Background: an optimization exercise with open tools, aiming at small area, a short achievable clock period and few clock cycles per item. Do not read the settings as production practice.
Where RTL was checked, it was by simulation tests only, not by an equivalence proof against the original.
Function not checked in runs 4 and 5: the RTL went through the layout flow alone.
Power figures rest on the tool's default switching activity, not on a simulated workload.

**flow/standard.sh**
```bash
#!/bin/bash
# synth_recipe.tcl (not shown) runs the flow's synth.tcl, then flattens the netlist and writes it again
# the make line also repeats each setting of config.mk as NAME=value (left out here)
make -C /OpenROAD-flow-scripts/flow DESIGN_CONFIG=/design/flow/config.mk WORK_HOME=/design/flow/orfs CLKGATE_MAP_FILE= SYNTH_SCRIPT=/design/flow/synth_recipe.tcl "${@:-finish}"
```
**flow/design.v**
```verilog
module cdt_builder (
    input  wire        clk,
    input  wire        rst,             
    input  wire [4:0]  cfg_k,
    input  wire [10:0] cfg_min_used,
    input  wire [10:0] cfg_max_used,
    input  wire [15:0] cfg_max_width,
    input  wire [2:0]  cfg_interp,
    input  wire        in_valid,
    output wire        in_ready,
    input  wire [24:0] in_count,
    output reg         out_valid,
    output reg  [9:0]  out_code,
    output reg  [15:0] out_entry,
    output reg  [9:0]  out_fine,
    output reg         out_wrap,
    output reg         res_valid,
    output wire [2:0]  res_interp,
    output reg         res_accept,
    output wire [10:0] res_used,
    output wire [24:0] res_widest,
    output reg         res_event,
    output wire [7:0]  res_acc_mask
);
    reg         v1;
    wire [9:0]  cprev = out_code + {8'd0, v0 & v1, v0 ^ v1};
    reg         first;
    reg         last;
    reg  [2:0]  st;             
    reg         rdy;            
    assign in_ready = rdy;
    wire        take  = in_valid & in_ready;       
    wire        clr   = first & in_ready;
    reg  [24:0] h0;             
    reg         v0;
    reg  [4:0]  k_q;            
    reg  [10:0] min_used_q;
    reg  [10:0] max_used_q;
    reg  [15:0] max_width_q;
    reg  [2:0]  interp_q;
    wire [4:0]  k_in  = {cfg_k[3], cfg_k[2:0] == 3'd7, cfg_k[2:0] == 3'd6,
                         cfg_k[2:0] == 3'd5, cfg_k[2:0] == 3'd4};
    wire [4:0]  k_now = first ? k_in : k_q;
    reg         chk;            
    wire        fin = v0 & first;           
    reg  [2:0]  hold;
    always @(*) begin
        hold = k_q[0] ? 3'd5 : k_q[1] ? 3'd4 : 3'd3;
    end
    always @(*) begin
        h0_d = ({25{take & k_now[0]}} & (in_count << 4)) |
               ({25{take & k_now[1]}} & (in_count << 3)) |
               ({25{take & k_now[2]}} & (in_count << 2)) |
               ({25{take & k_now[3]}} & (in_count << 1)) |
               ({25{take & k_now[4]}} & in_count) |
               ({25{fin}} & {1'b0, max_width_q, 8'd1});
    end
    reg  [24:0] h0_d;
    always @(posedge clk) begin
        h0    <= h0_d;
        if (rst) begin
            st    <= 3'd0;
            rdy   <= 1'b1;
            first <= 1'b1;
            last  <= 1'b0;
            v0    <= 1'b0;
            chk   <= 1'b0;
        end else begin
            v0  <= take;
            chk <= fin;
            if (take) begin
                first <= last;
                last  <= (cprev == 10'd1021);
            end
            if (take & last)
                st <= hold;
            else if (st != 3'd0)
                st <= st - 3'd1;
            rdy <= ~(take & last) & ((st == 3'd0) | (st == 3'd1));
        end
        if (clr) begin
            k_q         <= k_in;
            min_used_q  <= cfg_min_used;
            max_used_q  <= cfg_max_used;
            max_width_q <= cfg_max_width;
            interp_q    <= cfg_interp;
        end
    end
    reg  [12:0] a_lo;
    reg  [12:0] a_hi;
    reg         a_c;
    reg  [10:0] used;
    reg  [24:0] widest;         
    reg         ge_min;         
    reg         over_max;       
    wire [13:0] s_lo_d = {1'b0, a_lo} + {1'b0, h0[12:0]};
    wire [12:0] s_hi_d = a_hi + {1'b0, h0[24:13]} + {12'd0, a_c};
    wire [13:0] a_lo_d = {1'b0, a_lo} + {1'b0, h0[11:0], 1'b0};
    wire [12:0] a_hi_d = a_hi + h0[24:12] + {12'd0, a_c};
    wire        nz    = v0 & (|h0);
    wire        gt_hi = h0[24:12] > widest[24:12];
    wire        eq_hi = h0[24:12] == widest[24:12];
    wire        gt_lo = h0[11:0] > widest[11:0];
    wire        gt    = gt_hi | (eq_hi & gt_lo);
    reg         shift;
    always @(*) begin
        shift = (k_q[0] & (st >= 3'd1) & (st <= 3'd4)) |
                (k_q[1] & (st >= 3'd1) & (st <= 3'd3)) |
                (k_q[2] & (st >= 3'd1) & (st <= 3'd2)) |
                (k_q[3] & (st == 3'd2));
    end
    always @(posedge clk) begin
        a_lo <= clr ? 13'd256 : a_lo_d[12:0];
        a_hi <= clr ? 13'd0   : a_hi_d;
        a_c  <= ~clr & a_lo_d[13];
        used <= clr ? 11'd0 : (used + {10'd0, nz});
        if (shift | clr | chk | gt)
            widest <= shift ? (widest >> 1) : clr ? 25'd0 : chk ? widest : h0;
        ge_min   <= ~clr & (ge_min | (used == min_used_q));
        over_max <= ~clr & (over_max | (nz & (used == max_used_q)));
    end
    reg  [12:0] s_hi;           
    reg         s_c;
    reg  [3:0]  s_mid;          
    wire [12:0] e_hi      = s_hi + {12'd0, s_c};           
    wire [16:0] e17       = {e_hi, s_mid};                 
    wire [15:0] entry     = e17[15:0] | {16{e17[16]}};
    wire [12:0] fine_sum  = s_hi + {11'd0, 1'b1, s_c};
    wire [10:0] fine_full = fine_sum[12:2];
    always @(posedge clk) begin
        s_hi  <= s_hi_d;
        s_c   <= s_lo_d[13];
        s_mid <= s_lo_d[12:9];
        if (rst) begin
            v1        <= 1'b0;
            out_valid <= 1'b0;
            out_code  <= 10'h3FF;
        end else begin
            v1        <= v0;
            out_valid <= v1;
            out_code  <= out_code + {9'd0, v1};
        end
        out_entry <= entry;
        out_fine  <= fine_full[9:0];
        out_wrap  <= fine_full[10];
    end
    wire        used_ok = (ge_min | (used == min_used_q)) & ~over_max;
    reg  [3:0]  run [0:7];
    reg  [7:0]  acc_mask;
    integer     i;
    wire        judge = (st == 3'd1);
    reg  [3:0]  run_sel;        
    wire [3:0]  run_new = res_accept ? 4'd0 :
                          (run_sel == 4'b1100) ? 4'b1100 :
                          {run_sel[2:0], ~(run_sel[3] ^ run_sel[2])};
    always @(posedge clk) begin
        if (chk)
            res_accept <= gt & used_ok;
        run_sel   <= run[interp_q];
        res_event <= ~res_accept & (run_sel == 4'b0110);
        if (rst) begin
            res_valid <= 1'b0;
            acc_mask  <= 8'd0;
            for (i = 0; i < 8; i = i + 1)
                run[i] <= 4'd0;
        end else begin
            res_valid <= judge;
            for (i = 0; i < 8; i = i + 1)
                if (judge && interp_q == i) begin
                    run[i] <= run_new;
                    if (res_accept)
                        acc_mask[i] <= 1'b1;
                end
        end
    end
    assign res_interp   = interp_q;
    assign res_used     = used;
    assign res_widest   = widest;
    assign res_acc_mask = acc_mask;
endmodule
```
**flow/flow/run.sh**
```bash
#!/bin/bash
# The standard layout, with buf_1 (rather than the default buffer) on the
# input and output ports; every port still gets its own buffer.
set -o pipefail
bash standard.sh "BUFFER_PORTS_ARGS=-buffer_cell sky130_fd_sc_hd__buf_1" finish > standard_make.log 2>&1
```
**flow/constraint.sdc**
```tcl
create_clock -name core_clock -period 6.0 [get_ports {clk}]
set_input_delay 1.2000 -clock core_clock [delete_from_list [all_inputs] [get_ports {clk}]]
set_output_delay 1.2000 -clock core_clock [all_outputs]
set_load 0.01 [all_outputs]
```
**flow/config.mk**
```make
export PLATFORM = sky130hd
export DESIGN_NAME = cdt_builder
export DESIGN_NICKNAME = cdt_builder
export VERILOG_FILES = /design/flow/design.v
export SDC_FILE = /design/flow/constraint.sdc
export NUM_CORES = 4
export LEC_CHECK = 0
export CAP_MARGIN = 20
export CORE_MARGIN = 2
export CORE_UTILIZATION = 50
export CTS_CLUSTER_DIAMETER = 100
export CTS_CLUSTER_SIZE = 20
export SETUP_SLACK_MARGIN = 3.67
export SLEW_MARGIN = 20
export TNS_END_PERCENT = 25
```
==> results of run 1 <==
-- placed cells by master, fill, tap and decap left out, types with 7 or more instances in the layout --
| cell | count |
|---|---|
| a211oi_1 | 9 |
| a21o_1 | 10 |
| a21oi_1 | 59 |
| a222oi_1 | 38 |
| a22oi_1 | 7 |
| a31oi_1 | 12 |
| and2_1 | 8 |
| and3_1 | 13 |
| buf_1 | 159 |
| buf_4 | 27 |
| clkbuf_1 | 10 |
| clkbuf_16 | 19 |
| dfxtp_1 | 171 |
| edfxtp_1 | 72 |
| ha_1 | 84 |
| inv_1 | 54 |
| mux2i_1 | 26 |
| nand2_1 | 128 |
| nand2b_1 | 21 |
| nand3_1 | 47 |
| nand4_1 | 15 |
| nor2_1 | 104 |
| nor2b_1 | 10 |
| nor3_1 | 19 |
| nor3b_1 | 7 |
| nor4_1 | 11 |
| o21a_1 | 11 |
| o21ai_0 | 47 |
| o21bai_1 | 7 |
| xnor2_1 | 30 |
| xor2_1 | 52 |
-- worst register-to-register path: cells and delay by family (launching register included) --
family | cells | cell delay, ns
AOI/OAI and AO/OA | 3 | 0.73
DFF | 1 | 0.43
and+or+nand+nor | 2 | 0.22
adders and majority gates | 1 | 0.37
buffers and inverters | 2 | 0.33
-- sequential cells by signal, summed over array words and instances (netlist names), 12 cells and up --
name and flops:
a_hi 13, s_hi 13, a_lo 12, max_width_q 16, out_entry 16, run 32, widest 25, h0 25
-- layout make-up --
type / count / area, um^2 / share of cell area, %
Timing Repair Buffer: 197 / 972 / 7.02
Antenna cell: 5 / 12.5 / 0.0903
Clock buffer: 27 / 463 / 3.34
Sequential cell: 247 / 5670 / 41.0
Multi-Input combinational cell: 866 / 6090 / 44.0
Clock inverter: 1 / 16.3 / 0.117
Tap cell: 319 / 399 / 2.88
Inverter: 59 / 224 / 1.62
-- metal layers --
metal / share of wire, % / track usage (%)
met2: 44 / 33.7
met4: 1.6 / 4.92
met1: 48 / 30.3
met3: 6.7 / 5.03
met5: 0.089 / 0
-- synthesized netlist by cell type (all sizes together) (4+ instances only) --
library cell    n  area (um^2)
a211oi         11         87.6
a21o           10         75.1
a21oi          60          304
a222oi         38          380
a22oi           7         52.6
a31oi          13         81.3
and2            8         50.1
and3           13         81.3
buf            17         90.1
clkbuf         29          109
dfxtp         175         3500
edfxtp         72         2160
fa              6          120
ha             87         1090
inv            57          214
mux2i          26          260
nand2         128          480
nand2b         21          131
nand3          48          240
nand4          15         93.8
nor2          105          397
nor2b          10         62.6
nor3           24          151
nor3b           7         52.6
nor4           13         81.3
o211ai          4         30.0
o21a           11         82.6
o21ai          49          245
o21bai          7         52.6
o31a            6         52.6
o31ai           8         65.1
or2             7         46.3
or2b            4         30.0
xnor2          30          263
xor2           52          455
-- logic make-up (layout without fill, tap and decap cells) --
family / Yosys count / after routing / synth area share, %
XOR/XNOR: 82 / 82 / 5.97
flip-flops: 247 / 247 / 47.1
AND/OR/NAND/NOR: 414 / 414 / 16.5
adder cells (fa/ha/maj): 93 / 93 / 10.0
multiplexers: 28 / 28 / 2.35
buffers and inverters: 105 / 284 / 3.49
AO/OA/AOI/OAI: 249 / 249 / 14.5
other: 0 / 5 / 0
-- worst max-delay path by stage --
stage / to / cells after the start
finish: res_accept / 2
global route: widest[23] / 9
CTS: s_hi[10] / 9
detailed placement: h0[23] / 7
global placement: min_used_q[5] / 4
floorplan: interp_q[0] / 4
-- power breakdown --
part	switching (mW)	total (mW)	internal [mW]
sequential	0.412	2.71	2.30
combinational	1.57	2.72	1.14
clock	0.563	1.10	0.535
-- metrics by stage --
| step | hold slack (ns) | cell area, um^2 | utilization (%) | power (mW) | cells |
|---|---|---|---|---|---|
| after floorplan | 0.385 | 12100 | - | 4.52 | 1218 |
| after global placement | 0.412 | 13000 | 55.2 | 5.18 | 1665 |
| after detailed placement | 0.410 | 13000 | 55.2 | 5.22 | 1666 |
| after CTS | 0.431 | 13600 | 57.7 | 6.39 | 1700 |
| after global routing | 0.448 | 13800 | 58.8 | 7.04 | 1716 |
| final | 0.434 | 13900 | 58.8 | 6.53 | 1721 |
-- timing repair --
item / in CTS / in global routing
endpoints found under the setup margin: 101 / 118
pin swaps: 4 / 5
buffers inserted: 6 / 13
gates resized for setup: 11 / 23
cloned: 0 / 3
==> flow_summary.json, run 1 <==
{
  "outcome": "timing/DRC/antenna clean",
  "dp_hpwl_mm": 20.0,
  "crit_family": "flip-flops",
  "crit_chain": "buf_8 > buf_6",
  "die_h_um": 159,
  "critPathSlowestCell": "edfxtp_1",
  "grt_setup_unrepaired": "true",
  "overflow": 0,
  "yosysSeqAreaShare_pct": 47.1,
  "critPathLaunch": "res_accept",
  "drt_wl_total_mm": 28.2,
  "cp_data_arrival_time_ns": 1.20,
  "setup_viol_count_final": 0,
  "reg2reg_to": "widest[3]",
  "worst-setup-path-type": "register to output port",
  "critPathBufInv": 2,
  "p_leak_nw": 5.53,
  "viasPerCell": 5.38,
  "syn-instance-count": 1218,
  "cp_max_fo": 7,
  "drc": 0,
  "clockBufferDepth": 3,
  "cts_sinks": 247,
  "maxCapViolations": 0,
  "max_stage_delay_ns": 0.43,
  "rows": 56,
  "cp-start-kind": "register",
  "power_density_mw_per_mm2": 471,
  "period_share_pct": 39.9,
  "portBuffers": 161,
  "area_growth_pct": 15.1,
  "first_iter_violations": 719,
  "peakVddDrop_mv": 0.212,
  "io_pins": 163,
  "grt_pass1_vias": 8793,
  "max_slew.worst_pin.slew_ns": 0.747,
  "dr.pass1.iters": 10,
  "hold_class": "register to register",
  "post_drt_wl_per_cell_um": 16.4,
  "yosys_warnings": 2,
  "via_count": 9262,
  "relSlewSlack_pct": 50.0,
  "slew_violations": 0,
  "rr_worst_depth": 8,
  "hold_buffers": 0,
  "final_hold_viol_count": 0,
  "min_to": "out_entry[3]",
  "fillers": 2106,
  "async_flop_share_pct": 0,
  "ant_nets": 0,
  "syn_nets": 1385,
  "clk_latency_ns": 0.49,
  "gp_congestion": 0.840,
  "synth_area_mm2": 0.0120,
  "ys.flop_type": "dfxtp_1",
  "syn_avg_cell_area_um2": 9.88,
  "regToRegStartpoint": "h0[15]",
  "required_ns": 4.80,
  "cts_root_buffer": "clkbuf_16",
  "clkTransAtPathRegs_ns": 0.09,
  "min_delay_path_depth": 1,
  "h-tree-depth": 1,
  "tns_ns": 0,
  "die_x_um": 159,
  "cts_tree": "yes",
  "yosys_register_bits": 247,
  "core-area_mm2": 0.0235,
  "die_area_mm2": 0.0253,
  "min_from": "s_mid[3]",
  "fmax_ghz": 0.417,
  "grt_antenna_before_repair": 7,
  "start_util_pct": 51.1,
  "synth_edf_count": 72,
  "finClkSkew_ns": 0.0222,
  "end_kind": "output port",
  "ys_types": 71,
  "cts_made_buffers": 16,
  "grt_pass1_wl_mm": 45.4,
  "period_minus_slack_ns": 2.40,
  "grt_use_total_pct": 21.5,
  "r2r_setup_slack_ns": 3.65,
  "layout_setup_ws_ns": 3.60,
  "nets": 1554,
  "drive_above_1_share_pct": 6.94,
  "grt_max_degree": 61,
  "dpl_worst_slack_ns": 3.46
}
Testbench counts, summed over its fixed seeds: cycles 65,745, items 65,536.
==> run 2, diff against run 1 <==
--- a/flow/config.mk
+++ b/flow/config.mk
@@ -11,5 +11,5 @@
 export CTS_CLUSTER_DIAMETER = 100
 export CTS_CLUSTER_SIZE = 20
-export SETUP_SLACK_MARGIN = 3.67
+export SETUP_SLACK_MARGIN = 3.6
 export SLEW_MARGIN = 20
-export TNS_END_PERCENT = 25
+export TNS_END_PERCENT = 10
==> flow_summary.json, run 2 <==
{
  "relSlewSlack_pct": 50.0,
  "cts_made_buffers": 16,
  "maxCapViolations": 0,
  "async_flop_share_pct": 0,
  "syn-instance-count": 1218,
  "p_leak_nw": 5.39,
  "max_flop_register": "run",
  "peakVddDrop_mv": 0.213,
  "min_delay_path_depth": 1,
  "grt_pass1_wl_mm": 45.3,
  "finClkSkew_ns": 0.0195,
  "grt_setup_unrepaired": "true",
  "largest_reg_flops": 32,
  "final_hold_viol_count": 0,
  "rr_worst_depth": 7,
  "crit_family": "buffers and inverters",
  "clkTransAtPathRegs_ns": 0.09,
  "drt_wl_total_mm": 27.7,
  "netlist_top_cells_count": "dfxtp_1 (175), nand2_1 (128), nor2_1 (104), ha_1 (87), edfxtp_1 (72)",
  "die_x_um": 159,
  "yosys_register_bits": 247,
  "ant_nets": 0,
  "yosys_warnings": 2,
  "cp-start-kind": "register",
  "period_minus_slack_ns": 2.44,
  "portBuffers": 161,
  "ys.flop_type": "dfxtp_1",
  "grt_pass1_vias": 8786,
  "synthTopCellsByArea": "dfxtp_1 (29%), edfxtp_1 (18%), ha_1 (9.0%)",
  "first_iter_violations": 711,
  "clk_latency_ns": 0.49,
  "hold_class": "register to register",
  "required_ns": 4.80,
  "viasPerCell": 5.38,
  "outcome": "timing/DRC/antenna clean",
  "syn_nets": 1385,
  "most-common-layout-cells": "dfxtp_1 (173), buf_1 (160), nand2_1 (128)",
  "critPathBufInv": 2,
  "cp_max_fo": 14,
  "ys_types": 71,
  "power_density_mw_per_mm2": 466,
  "cp.depth": 2,
  "synth_area_mm2": 0.0120,
  "drc": 0,
  "cts_sinks": 247,
  "end_kind": "output port",
  "cp_data_arrival_time_ns": 1.24,
  "grt_use_total_pct": 21.5,
  "gp_congestion": 0.840,
  "clockBufferDepth": 3,
  "max_stage_delay_ns": 0.36,
  "period_share_pct": 40.7,
  "grt_max_degree": 61,
  "slew_violations": 0,
  "tns_ns": 0,
  "overflow": 0,
  "via_count": 9165,
  "grt_antenna_before_repair": 7,
  "setup_viol_count_final": 0,
  "h-tree-depth": 1,
  "core-area_mm2": 0.0235,
  "worst-setup-path-type": "register to output port",
  "die_h_um": 159,
  "final_common_cell": "dfxtp_1",
  "dp_hpwl_mm": 20.0,
  "max_slew.worst_pin.slew_ns": 0.747,
  "io_pins": 163,
  "die_area_mm2": 0.0253,
  "post_drt_wl_per_cell_um": 16.2,
  "dr.pass1.iters": 8,
  "syn_avg_cell_area_um2": 9.88,
  "top_regs": "run: 32 flops, h0: 25 flops, widest: 25 flops",
  "cts_root_buffer": "clkbuf_16",
  "synth.most_common_cell": "dfxtp_1",
  "synth_top_area_share_pct": 29.1,
  "drive_above_1_share_pct": 5.07,
  "yosysSeqAreaShare_pct": 47.1,
  "critPathSlowestCell": "edfxtp_1",
  "hold_buffers": 0,
  "final_util_pct": 57.6,
  "crit_chain": "buf_4 > buf_1",
  "area_growth_pct": 12.7,
  "cts_tree": "yes",
  "start_util_pct": 51.1,
  "rows": 56,
  "fmax_ghz": 0.409,
  "yosys.area.top_type": "dfxtp_1",
  "synth_edf_count": 72,
  "nets": 1537
}
## run 2: final cells by class
| class | count | area (um^2) |
|---|---|---|
| multi-input combinational | 866 | 6020 |
| inverter | 59 | 224 |
| clock buffer | 27 | 463 |
| sequential | 247 | 5670 |
| fill | 2129 | 9990 |
| timing repair buffer | 180 | 757 |
| clock inverter | 1 | 16.3 |
| tap | 319 | 399 |
| antenna | 5 | 12.5 |
## run 2: worst register-to-register path, cell delays in order, from the launching register on
cell and delay [ns]:
dfxtp_1 0.50, ha_1 0.32, a21oi_1 0.15, nand2_1 0.07, a21oi_1 0.19, nor4b_2 0.58
o31ai_4 0.12, buf_6 0.21
## run 2: logic make-up after synthesis
group	synth area share (%)
flip-flops	47.1
XOR/XNOR	5.97
AO/OA/AOI/OAI	14.5
adder cells (fa/ha/maj)	10.0
multiplexers	2.35
AND/OR/NAND/NOR	16.5
buffers and inverters	3.49
## run 2: timing repair
item / CTS / global route
endpoints found under the hold margin: 0 / 0
gates cloned: 0 / 0
setup buffers: 4 / 1
endpoints found under the setup margin: 83 / 89
resized for setup: 4 / 8
pin swaps: 2 / 2
## run 2: worst paths after layout
check                  start           end  slack [ns]
hold / removal      s_mid[1]  out_entry[1]        0.43
setup reg to reg      h0[23]     widest[1]        3.59
setup / recovery  res_accept    res_accept        3.56
hold reg to reg     s_mid[1]  out_entry[1]        0.43
## run 2: per-layer routing
| layer | routed length [um] | GRT usage (%) | vias up |
|---|---|---|---|
| met4 | 406 | 4.71 | 4 |
| met3 | 1910 | 5.29 | 32 |
| met5 | 25 | 0 | - |
| met2 | 12000 | 33.6 | 236 |
| li1 | - | - | 4734 |
| met1 | 13300 | 30.2 | 4159 |
## run 2: stage by stage
stage / std cells / power, mW / worst slack [ns] / cell area (um^2) / hold WS [ns]
4_1_cts: 1698 / 6.35 / 3.47 / 13500 / 0.431
3_5_place_dp: 1666 / 5.22 / 3.46 / 13000 / 0.410
5_1_grt: 1699 / 6.84 / 3.47 / 13500 / 0.447
2_1_floorplan: 1218 / 4.52 / 3.49 / 12100 / 0.385
6_report: 1704 / 6.32 / 3.56 / 13600 / 0.425
3_3_place_gp: 1665 / 5.18 / 3.47 / 13000 / 0.412
## run 2: where the power goes
part | total [mW] | internal, mW | switching [mW]
clock | 1.10 | 0.535 | 0.561
combinational | 2.51 | 1.01 | 1.50
sequential | 2.70 | 2.30 | 0.406
total | 6.32 | 3.84 | 2.47
==> run 3, diff against run 2 <==
--- a/flow/config.mk
+++ b/flow/config.mk
@@ -9,7 +9,7 @@
 export CORE_MARGIN = 2
 export CORE_UTILIZATION = 50
-export CTS_CLUSTER_DIAMETER = 100
-export CTS_CLUSTER_SIZE = 20
-export SETUP_SLACK_MARGIN = 3.6
+export CTS_CLUSTER_DIAMETER = 80
+export CTS_CLUSTER_SIZE = 16
+export SETUP_SLACK_MARGIN = 3.67
 export SLEW_MARGIN = 20
 export TNS_END_PERCENT = 10
==> flow_summary.json, run 3 <==
{
  "ant_nets": 0,
  "grt_setup_unrepaired": "true",
  "grt_use_total_pct": 21.6,
  "cts_root_buffer": "clkbuf_16",
  "grt_pass1_wl_mm": 45.3,
  "gp_congestion": 0.840,
  "die_h_um": 159,
  "rr_worst_depth": 8,
  "dp_hpwl_mm": 20.0,
  "relSlewSlack_pct": 50.4,
  "first_iter_violations": 691,
  "io_pins": 163,
  "netlist_top_cells_count": "dfxtp_1 (175), nand2_1 (128), nor2_1 (104), ha_1 (87), edfxtp_1 (72)",
  "largest_reg_flops": 32,
  "clk_latency_ns": 0.51,
  "area_growth_pct": 15.5,
  "post_drt_wl_per_cell_um": 16.4,
  "cp-start-kind": "register",
  "portBuffers": 161,
  "drc": 0,
  "maxCapViolations": 0,
  "final_common_cell": "dfxtp_1",
  "die_x_um": 159,
  "nets": 1554,
  "hold_class": "register to register",
  "max_slew.worst_pin.slew_ns": 0.741,
  "cp_max_fo": 4,
  "syn_avg_cell_area_um2": 9.88,
  "drive_above_1_share_pct": 7.43,
  "period_minus_slack_ns": 2.40,
  "min_delay_path_depth": 1,
  "tns_ns": 0,
  "required_ns": 4.80,
  "syn-instance-count": 1218,
  "async_flop_share_pct": 0,
  "finClkSkew_ns": 0.0228,
  "peakVddDrop_mv": 0.230,
  "dpl_worst_slack_ns": 3.46,
  "ys_types": 71,
  "clockBufferDepth": 3,
  "hold_buffers": 0,
  "period_share_pct": 40.0,
  "synthTopCellsByArea": "dfxtp_1 (29%), edfxtp_1 (18%), ha_1 (9.0%)",
  "setup_viol_count_final": 0,
  "power_density_mw_per_mm2": 475,
  "outcome": "timing/DRC/antenna clean",
  "top_regs": "run: 32 flops, h0: 25 flops, widest: 25 flops",
  "die_area_mm2": 0.0253,
  "cts_tree": "yes",
  "grt_pass1_vias": 8834,
  "grt_max_degree": 61,
  "critPathLaunch": "res_accept",
  "cts_made_buffers": 19,
  "synth.most_common_cell": "dfxtp_1",
  "final_hold_viol_count": 0,
  "synth_area_mm2": 0.0120,
  "regToRegStartpoint": "h0[23]",
  "dr.pass1.iters": 7,
  "r2r_setup_slack_ns": 3.65,
  "rows": 56,
  "core-area_mm2": 0.0235,
  "most-common-layout-cells": "dfxtp_1 (168), buf_1 (158), nand2_1 (128)",
  "max_flop_register": "run",
  "fmax_ghz": 0.416,
  "h-tree-depth": 1,
  "yosys_warnings": 2,
  "yosys.area.top_type": "dfxtp_1",
  "worst-setup-path-type": "register to output port",
  "p_leak_nw": 5.55,
  "via_count": 9280,
  "start_util_pct": 51.1,
  "ys.flop_type": "dfxtp_1",
  "fillers": 2107,
  "reg2reg_to": "widest[19]",
  "drt_wl_total_mm": 28.3,
  "slew_violations": 0,
  "end_kind": "output port",
  "syn_nets": 1385,
  "min_from": "s_mid[0]",
  "synth_edf_count": 72,
  "grt_antenna_before_repair": 7,
  "cts_sinks": 247,
  "synth_top_area_share_pct": 29.1,
  "yosys_register_bits": 247,
  "layout_setup_ws_ns": 3.60,
  "overflow": 0,
  "cp_data_arrival_time_ns": 1.20,
  "clkTransAtPathRegs_ns": 0.07,
  "viasPerCell": 5.39,
  "crit_path_end": "res_accept",
  "yosysSeqAreaShare_pct": 47.1
}
run 3: changes by cell type in the layout (fill, tap and decap cells not counted), sizes merged:
| cell | change |
|---|---|
| buf | +11 |
| clkbuf | +6 |
| inv | +2 |
run 3: worst max-delay path: stages, from the launching register on:
cell and delay (ns):
edfxtp_1 0.42, buf_8 0.15, buf_6 0.11
run 3: metal layers:
metal	GRT usage (%)	vias to the layer above	part of all wire, %
met4	5.45	4	2.1
met5	0	-	0.088
met1	30.2	4213	48
li1	-	4767	-
met3	5.11	44	6.7
met2	33.7	252	44
run 3: cell type report:
cell class | instances | area [um^2] | area share [%]
Antenna cell | 5 | 12.5 | 0.0900
Timing Repair Buffer | 194 | 943 | 6.79
Inverter | 59 | 224 | 1.61
Multi-Input combinational cell | 866 | 6110 | 43.9
Tap cell | 319 | 399 | 2.87
Clock inverter | 3 | 21.3 | 0.153
Clock buffer | 30 | 517 | 3.72
Sequential cell | 247 | 5680 | 40.8
run 3: how the worst min path moves through the flow:
stage                         endpoint  slack, ns
after floorplan           out_entry[1]       0.38
after global placement    out_entry[2]       0.41
after detailed placement  out_entry[1]       0.41
after CTS                 out_entry[1]       0.43
after global routing      out_entry[3]       0.45
final                     out_entry[0]       0.44
run 3: repair_timing:
action                                  in CTS  in global routing
gates resized for setup                     13                 27
setup buffers                                7                 10
pin swaps                                    5                  9
cloned                                       0                  2
endpoints found under the setup margin     106                118
run 3: metrics by stage:
| stage | power (mW) | instances | util (%) | area [um^2] | hold WS [ns] |
|---|---|---|---|---|---|
| finish | 6.61 | 1723 | 59.0 | 13900 | 0.435 |
| global route | 7.12 | 1718 | 59.0 | 13900 | 0.451 |
| global placement | 5.18 | 1665 | 55.2 | 13000 | 0.412 |
| floorplan | 4.52 | 1218 | - | 12100 | 0.385 |
| detailed placement | 5.22 | 1666 | 55.2 | 13000 | 0.410 |
| CTS | 6.48 | 1706 | 58.0 | 13600 | 0.427 |
run 3: cell families (layout without fill, tap and decap cells):
| kind of cell | count (synthesis) | in the layout | share of synthesized area [%] |
|---|---|---|---|
| DFF | 247 | 247 | 47.1 |
| AOI/OAI and AO/OA | 249 | 249 | 14.5 |
| adders and majority gates | 93 | 93 | 10.0 |
| muxes | 28 | 28 | 2.35 |
| buffers and inverters | 105 | 286 | 3.49 |
| other | 0 | 5 | 0 |
| and+or+nand+nor | 414 | 414 | 16.5 |
| xor gates and xnor gates | 82 | 82 | 5.97 |
run 3: report_power, final:
group          total [mW]  switching (mW)  internal (mW)
combinational        2.71            1.57           1.14
clock                1.18           0.588          0.597
sequential           2.72           0.415           2.30
==> run 4, diff against run 3 <==
--- a/flow/design.v
+++ b/flow/design.v
@@ -115,6 +115,8 @@
         a_c  <= ~clr & a_lo_d[13];
         used <= clr ? 11'd0 : (used + {10'd0, nz});
+        if (shift | clr | chk | gt_hi)
+            widest[24:12] <= shift ? widest[24:13] : clr ? 13'd0 : chk ? widest[24:12] : h0[24:12];
         if (shift | clr | chk | gt)
-            widest <= shift ? (widest >> 1) : clr ? 25'd0 : chk ? widest : h0;
+            widest[11:0]  <= shift ? widest[12:1] : clr ? 12'd0 : chk ? widest[11:0] : h0[11:0];
         ge_min   <= ~clr & (ge_min | (used == min_used_q));
         over_max <= ~clr & (over_max | (nz & (used == max_used_q)));
--- a/flow/config.mk
+++ b/flow/config.mk
@@ -9,7 +9,7 @@
 export CORE_MARGIN = 2
 export CORE_UTILIZATION = 50
-export CTS_CLUSTER_DIAMETER = 80
-export CTS_CLUSTER_SIZE = 16
-export SETUP_SLACK_MARGIN = 3.67
+export CTS_CLUSTER_DIAMETER = 100
+export CTS_CLUSTER_SIZE = 20
+export SETUP_SLACK_MARGIN = 3.6
 export SLEW_MARGIN = 20
 export TNS_END_PERCENT = 10
==> flow_summary.json, run 4 <==
{
  "outcome": "timing/DRC/antenna clean",
  "p_clk_share_pct": 17.4,
  "netlist_top_cells_count": "dfxtp_1 (175), nand2_1 (121), nor2_1 (104), ha_1 (87), edfxtp_1 (72)",
  "end_kind": "output port",
  "met3_usage_pct": 4.79,
  "io_pins": 163,
  "peakVddDrop_mv": 0.249,
  "hold_class": "register to register",
  "tns_ns": 0,
  "synth.most_common_cell": "dfxtp_1",
  "syn_nets": 1361,
  "max_stage_delay_ns": 0.60,
  "finClkSkew_ns": 0.0162,
  "synth_top_area_share_pct": 29.2,
  "relSlewSlack_pct": 33.4,
  "final_common_cell": "dfxtp_1",
  "grt_setup_unrepaired": "true",
  "cts_tree": "yes",
  "grt.busiest_layer": "met2",
  "syn_avg_cell_area_um2": 10.1,
  "max_slew.worst_pin.slew_ns": 0.997,
  "setup_viol_count_final": 0,
  "cp_data_arrival_time_ns": 1.29,
  "final_hold_viol_count": 0,
  "slew_violations": 0,
  "cts_sinks": 247,
  "most-common-layout-cells": "dfxtp_1 (171), buf_1 (160), nand2_1 (121)",
  "power_frac_seq_pct": 43.1,
  "cellInternalPower_mw": 3.84,
  "power_density_mw_per_mm2": 461,
  "cp_max_fo": 9,
  "grt_max_degree": 65,
  "worst-setup-path-type": "register to output port",
  "p_switching_mw": 2.39,
  "cp-start-kind": "register",
  "async_flop_share_pct": 0,
  "clk_latency_ns": 0.50,
  "stdcell_count": 1671,
  "area_growth_pct": 12.8,
  "met1_usage_pct": 30.6,
  "first_iter_violations": 828,
  "crit_chain": "buf_1",
  "dp_hpwl_mm": 20.1,
  "sw_frac_of_total_pct": 38.4,
  "cts_root_buffer": "clkbuf_16",
  "start_util_pct": 51.0,
  "yosys_register_bits": 247,
  "core-area_mm2": 0.0235,
  "largest_reg_flops": 32,
  "grt_use_total_pct": 21.5,
  "via_count": 9119,
  "clockBufferDepth": 3,
  "grt_pass1_vias": 8517,
  "grt_pass1_wl_mm": 45.1,
  "gp_congestion": 0.812,
  "drc": 0,
  "die_x_um": 159,
  "overflow": 0,
  "maxCapViolations": 0,
  "max_flop_register": "run",
  "die_area_mm2": 0.0253,
  "nets": 1508,
  "crit_family": "flip-flops",
  "period_share_pct": 41.5,
  "rows": 56,
  "yosysSeqAreaShare_pct": 47.2,
  "top_regs": "run: 32 flops, h0: 25 flops, widest: 25 flops",
  "h-tree-depth": 1,
  "portBuffers": 161,
  "met2_usage_pct": 33.8,
  "ant_nets": 0,
  "ys.flop_type": "dfxtp_1",
  "dr.pass1.iters": 7,
  "period_minus_slack_ns": 2.49,
  "fmax_ghz": 0.402,
  "syn-instance-count": 1194,
  "critPathSlowestCell": "edfxtp_1",
  "grt_antenna_before_repair": 9,
  "post_drt_wl_per_cell_um": 16.4,
  "dp_cells": 1634,
  "critPathBufInv": 1,
  "ys_types": 66,
  "drt_wl_total_mm": 27.4,
  "required_ns": 4.80,
  "clkTransAtPathRegs_ns": 0.08,
  "combPwrFrac_pct": 39.5,
  "synth_edf_count": 72,
  "synth_area_mm2": 0.0120,
  "p_leak_nw": 5.41,
  "yosys_warnings": 2,
  "yosys.area.top_type": "dfxtp_1",
  "synthTopCellsByArea": "dfxtp_1 (29%), edfxtp_1 (18%), ha_1 (9.1%)",
  "die_h_um": 159,
  "drive_above_1_share_pct": 5.41,
  "viasPerCell": 5.46,
  "cts_made_buffers": 16
}
[run 4: cell types whose count changed in the layout (fill, tap and decap cells not counted), sizes merged, moves of 5 or more]
cell,previous run,this run
nand2,128,121
xor2,52,47
nand3,48,28
a31oi,13,7
buf,190,179
mux4,0,7
clkbuf,34,26
[run 4: timing repair]
action | 4_1_cts | 5_1_grt
pin swaps | 2 | 3
endpoints found under the setup margin | 89 | 109
buffers inserted | 3 | 5
hold buffers | 0 | 0
resized for setup | 9 | 10
[run 4: final timing paths]
kind	cells past startpoint	from	to	slack [ns]
hold / removal	1	s_mid[0]	out_entry[0]	0.43
setup reg to reg	7	h0[20]	widest[4]	3.57
setup / recovery	1	interp_q[2]	res_interp[2]	3.51
hold reg to reg	1	s_mid[0]	out_entry[0]	0.43
[run 4: layer usage]
layer	part of all wire [%]	wire length, um
met5	0.24	66
met4	1.9	508
met3	7.1	1950
met2	44	12100
met1	47	12800
[run 4: kinds of logic after synthesis]
logic type | Yosys count | synth area share [%]
AOI/OAI and AO/OA | 232 | 13.5
xor gates and xnor gates | 81 | 5.91
adders and majority gates | 93 | 10.1
buffers and inverters | 110 | 3.66
DFF | 247 | 47.2
muxes | 40 | 4.10
and+or+nand+nor | 391 | 15.6
[run 4: power groups by stage]
stage,Clock [mW],Combinational (mW),Sequential (mW)
final,1.09,2.46,2.69
after global routing,1.19,2.81,2.76
after CTS,1.13,2.41,2.70
after detailed placement,0,2.35,2.75
after global placement,0,2.31,2.75
after floorplan,0,1.74,2.67
[run 4: final cells by class]
| class | instances | area [um^2] |
|---|---|---|
| fillers | 2152 | 10000 |
| multi-input cells | 837 | 5980 |
| flip-flops and latches | 247 | 5670 |
| repair buffers | 180 | 785 |
| clock buffers | 25 | 457 |
| well taps | 319 | 399 |
| inverters | 59 | 221 |
| clock inverters | 1 | 16.3 |
| diodes | 3 | 7.51 |
[run 4: metrics by stage]
stage / hold WS [ns] / area (um^2) / power, mW / utilization (%) / setup WS, ns
final: 0.433 / 13500 / 6.24 / 57.5 / 3.51
after global routing: 0.450 / 13500 / 6.76 / 57.5 / 3.36
after CTS: 0.435 / 13400 / 6.24 / 57.1 / 3.26
after detailed placement: 0.415 / 12900 / 5.10 / 54.8 / 3.16
after global placement: 0.403 / 12900 / 5.05 / 54.8 / 3.10
after floorplan: 0.385 / 12000 / 4.41 / - / 3.33
==> run 5, diff against run 4 <==
--- a/flow/design.v
+++ b/flow/design.v
@@ -115,8 +115,6 @@
         a_c  <= ~clr & a_lo_d[13];
         used <= clr ? 11'd0 : (used + {10'd0, nz});
-        if (shift | clr | chk | gt_hi)
-            widest[24:12] <= shift ? widest[24:13] : clr ? 13'd0 : chk ? widest[24:12] : h0[24:12];
         if (shift | clr | chk | gt)
-            widest[11:0]  <= shift ? widest[12:1] : clr ? 12'd0 : chk ? widest[11:0] : h0[11:0];
+            widest <= shift ? (widest >> 1) : clr ? 25'd0 : chk ? widest : h0;
         ge_min   <= ~clr & (ge_min | (used == min_used_q));
         over_max <= ~clr & (over_max | (nz & (used == max_used_q)));
@@ -153,12 +151,15 @@
     wire        judge = (st == 3'd1);
     reg  [3:0]  run_sel;        
-    wire [3:0]  run_new = res_accept ? 4'd0 :
+    wire [3:0]  run_new = accept ? 4'd0 :
                           (run_sel == 4'b1100) ? 4'b1100 :
                           {run_sel[2:0], ~(run_sel[3] ^ run_sel[2])};
+    reg         accept;         
     always @(posedge clk) begin
         if (chk)
-            res_accept <= gt & used_ok;
+            accept <= gt & used_ok;
+        if (judge)
+            res_accept <= accept;
         run_sel   <= run[interp_q];
-        res_event <= ~res_accept & (run_sel == 4'b0110);
+        res_event <= ~accept & (run_sel == 4'b0110);
         if (rst) begin
             res_valid <= 1'b0;
@@ -171,5 +172,5 @@
                 if (judge && interp_q == i) begin
                     run[i] <= run_new;
-                    if (res_accept)
+                    if (accept)
                         acc_mask[i] <= 1'b1;
                 end
==> flow_summary.json, run 5 <==
{
  "synth.most_common_cell": "dfxtp_1",
  "cp-start-kind": "register",
  "critPathBufInv": 1,
  "max_slew.worst_pin.slew_ns": 1.10,
  "post_drt_wl_per_cell_um": 15.8,
  "final_hold_viol_count": 0,
  "nets": 1498,
  "grt_setup_unrepaired": "true",
  "synth_edf_count": 73,
  "dpl_cell_area_mm2": 0.0127,
  "die_x_um": 157,
  "tns_ns": 0,
  "syn-instance-count": 1166,
  "async_flop_share_pct": 0,
  "period_share_pct": 42.7,
  "slew_violations": 0,
  "cts_tree": "yes",
  "yosys_register_bits": 248,
  "ys_types": 60,
  "cts_root_buffer": "clkbuf_16",
  "most-common-layout-cells": "dfxtp_1 (165), buf_1 (160), nor2_1 (118)",
  "io_pins": 163,
  "viasPerCell": 5.42,
  "synth_top_area_share_pct": 29.8,
  "multiInputGateArea_mm2": 0.00584,
  "power_density_mw_per_mm2": 475,
  "p_leak_nw": 5.58,
  "syn_avg_cell_area_um2": 10.1,
  "synthTopCellsByArea": "dfxtp_1 (30%), edfxtp_1 (19%), ha_1 (9.3%)",
  "clockBufferDepth": 3,
  "rr_worst_depth": 13,
  "dpl_worst_slack_ns": 3.35,
  "die_area_mm2": 0.0248,
  "cp.depth": 1,
  "crit_family": "flip-flops",
  "crit_chain": "buf_1",
  "grt_max_degree": 64,
  "layout_setup_ws_ns": 3.44,
  "grt_antenna_before_repair": 0,
  "cp_data_arrival_time_ns": 1.36,
  "worst-setup-path-type": "register to output port",
  "rows": 56,
  "synth_area_mm2": 0.0118,
  "max_flop_register": "run",
  "fmax_ghz": 0.390,
  "grt_pass1_wl_mm": 41.6,
  "drt_wl_total_mm": 26.2,
  "yosysSeqAreaShare_pct": 48.4,
  "first_iter_violations": 748,
  "finClkSkew_ns": 0.0198,
  "cp_max_fo": 12,
  "outcome": "timing/DRC/antenna clean",
  "dr.pass1.iters": 8,
  "critPathLaunch": "interp_q[0]",
  "top_regs": "run: 32 flops, h0: 25 flops, widest: 25 flops",
  "final_util_pct": 58.4,
  "clk_latency_ns": 0.50,
  "crit_path_end": "res_interp[0]",
  "critPathSlowestCell": "edfxtp_1",
  "drc": 0,
  "via_count": 8996,
  "maxCapViolations": 0,
  "final_common_cell": "dfxtp_1",
  "ys.flop_type": "dfxtp_1",
  "regToRegStartpoint": "widest[23]",
  "relSlewSlack_pct": 26.4,
  "h-tree-depth": 1,
  "reg2reg_to": "widest[22]",
  "required_ns": 4.80,
  "diodes": 0,
  "grt_use_total_pct": 20.7,
  "fin_area_mm2": 0.0136,
  "portBuffers": 161,
  "yosys.area.top_type": "dfxtp_1",
  "overflow": 0,
  "cts_sinks": 248,
  "largest_reg_flops": 32,
  "area_growth_pct": 15.6,
  "start_util_pct": 50.5,
  "die_h_um": 157,
  "syn_nets": 1333,
  "gp_congestion": 0.815,
  "max_stage_delay_ns": 0.66,
  "ant_nets": 0,
  "yosys_warnings": 2,
  "core-area_mm2": 0.0233,
  "netlist_top_cells_count": "dfxtp_1 (175), nor2_1 (118), ha_1 (87), nand2_1 (79), edfxtp_1 (73)",
  "fillers": 2155,
  "report.power.total_mw": 6.46,
  "peakVddDrop_mv": 0.278,
  "period_minus_slack_ns": 2.56,
  "dp_hpwl_mm": 18.3,
  "r2r_setup_slack_ns": 3.44,
  "hold_class": "register to register",
  "clkTransAtPathRegs_ns": 0.09,
  "cts_made_buffers": 16,
  "setup_viol_count_final": 0,
  "drive_above_1_share_pct": 7.31,
  "seq_area_mm2": 0.00571,
  "end_kind": "output port",
  "grt_pass1_vias": 8119
}
-- run 5: changes by cell type after synthesis, moves of 9 or more --
cell | before | now
nor2_1 | 104 | 118
buf_2 | 12 | 2
mux2i_1 | 30 | 39
nand2_1 | 121 | 79
nand3_1 | 28 | 56
clkbuf_1 | 33 | 45
-- run 5: cell type report --
cell class / instances / share of cell area, %
flip-flops and latches: 248 / 42.0
multi-input cells: 812 / 42.9
repair buffers: 195 / 7.03
clock buffers: 26 / 3.38
well taps: 319 / 2.94
inverters: 58 / 1.60
clock inverters: 1 / 0.120
-- run 5: worst register-to-register path: cells and delay by family (launching register included) --
| family | cells | cell delay (ns) |
|---|---|---|
| buffers and inverters | 6 | 0.77 |
| flip-flops | 1 | 0.41 |
| AND/OR/NAND/NOR | 1 | 0.08 |
| adder cells (fa/ha/maj) | 1 | 0.20 |
| AO/OA/AOI/OAI | 5 | 0.86 |
-- run 5: kinds of logic (layout without fill, tap and decap cells) --
| group | Yosys count | count (layout) | share of synthesized area [%] |
|---|---|---|---|
| and+or+nand+nor | 362 | 362 | 14.6 |
| DFF | 248 | 248 | 48.4 |
| adders and majority gates | 93 | 93 | 10.3 |
| buffers and inverters | 106 | 280 | 3.40 |
| muxes | 40 | 40 | 3.42 |
| AOI/OAI and AO/OA | 232 | 232 | 13.6 |
| xor gates and xnor gates | 85 | 85 | 6.33 |
-- run 5: metal layers --
| layer | GRT usage [%] | wire length (um) | vias to the layer above |
|---|---|---|---|
| li1 | - | - | 4547 |
| met1 | 30.1 | 12900 | 4176 |
| met2 | 33.4 | 11700 | 243 |
| met3 | 2.89 | 1300 | 30 |
| met4 | 3.68 | 405 | 0 |
| met5 | 0 | 0 | - |
-- run 5: how the worst min path moves through the flow --
stage	start	cells past startpoint	slack, ns	to
3_3_place_gp	s_mid[1]	1	0.39	out_entry[1]
4_1_cts	s_mid[0]	1	0.41	out_entry[0]
6_report	s_mid[0]	1	0.41	out_entry[0]
3_5_place_dp	s_mid[1]	1	0.39	out_entry[1]
5_1_grt	s_mid[0]	1	0.43	out_entry[0]
2_1_floorplan	s_mid[0]	1	0.39	out_entry[0]
-- run 5: power by group --
group | internal, mW | switching, mW | leakage, nW
Sequential | 2.31 | 0.394 | 2.20
Clock | 0.533 | 0.554 | 0.227
Combinational | 1.15 | 1.51 | 3.15
Total | 3.99 | 2.46 | 5.58
-- run 5: repair_timing --
action                     in CTS  in global routing
resized for setup              33                 19
pin swaps                      18                  7
hold endpoints to repair        0                  0
cloned                          2                  1
setup endpoints to repair      79                113
setup buffers                  13                  8
hold buffers                    0                  0
-- run 5: stage by stage --
| stage | hold WS [ns] | cells |
|---|---|---|
| CTS | 0.411 | 1650 |
| global route | 0.434 | 1659 |
| floorplan | 0.386 | 1166 |
| finish | 0.411 | 1659 |
| global placement | 0.393 | 1608 |
| detailed placement | 0.392 | 1608 |

## afterwards: timing with drivers on the ports
How much do the figures lean on ideal ports? The routed layouts below were timed once more, with nothing changed but the port constraints.
Step 1 sets driving cells, clkbuf_16 on the clock port and buf_2 on the other inputs (assumed; they add their load-dependent delay and slew).
Step 2 also shifts input and output timing later by t, the mid clock arrival at the registers, as if the neighbouring blocks saw the same clock.
Three values: no drivers, after step 1, after step 2; two values: the first two.
| run | t (ns) | slack for setup (ns) | hold WS [ns] | worst setup path at the end | worst register clock-pin slew, ns |
|---|---|---|---|---|---|
| run 1 | 0.530 | 3.604 / 3.553 / 3.403 | 0.434 / 0.434 / 0.434 | input to register | 0.09 / 0.09 |
| run 2 | 0.528 | 3.555 / 3.504 / 3.390 | 0.425 / 0.425 / 0.425 | input to register | 0.09 / 0.09 |
| run 3 | 0.550 | 3.597 / 3.549 / 3.382 | 0.435 / 0.435 / 0.435 | input to register | 0.08 / 0.08 |
| run 4 | 0.537 | 3.511 / 3.461 / 3.425 | 0.433 / 0.433 / 0.433 | input to register | 0.09 / 0.09 |
| run 5 | 0.533 | 3.436 / 3.390 / 3.443 | 0.411 / 0.411 / 0.411 | register to register | 0.09 / 0.09 |
After both steps setup and hold are still met in every run listed. For run 3, which loses most, drivers alone change the setup slack by -0.048 ns; drivers and shift together by -0.215 ns.
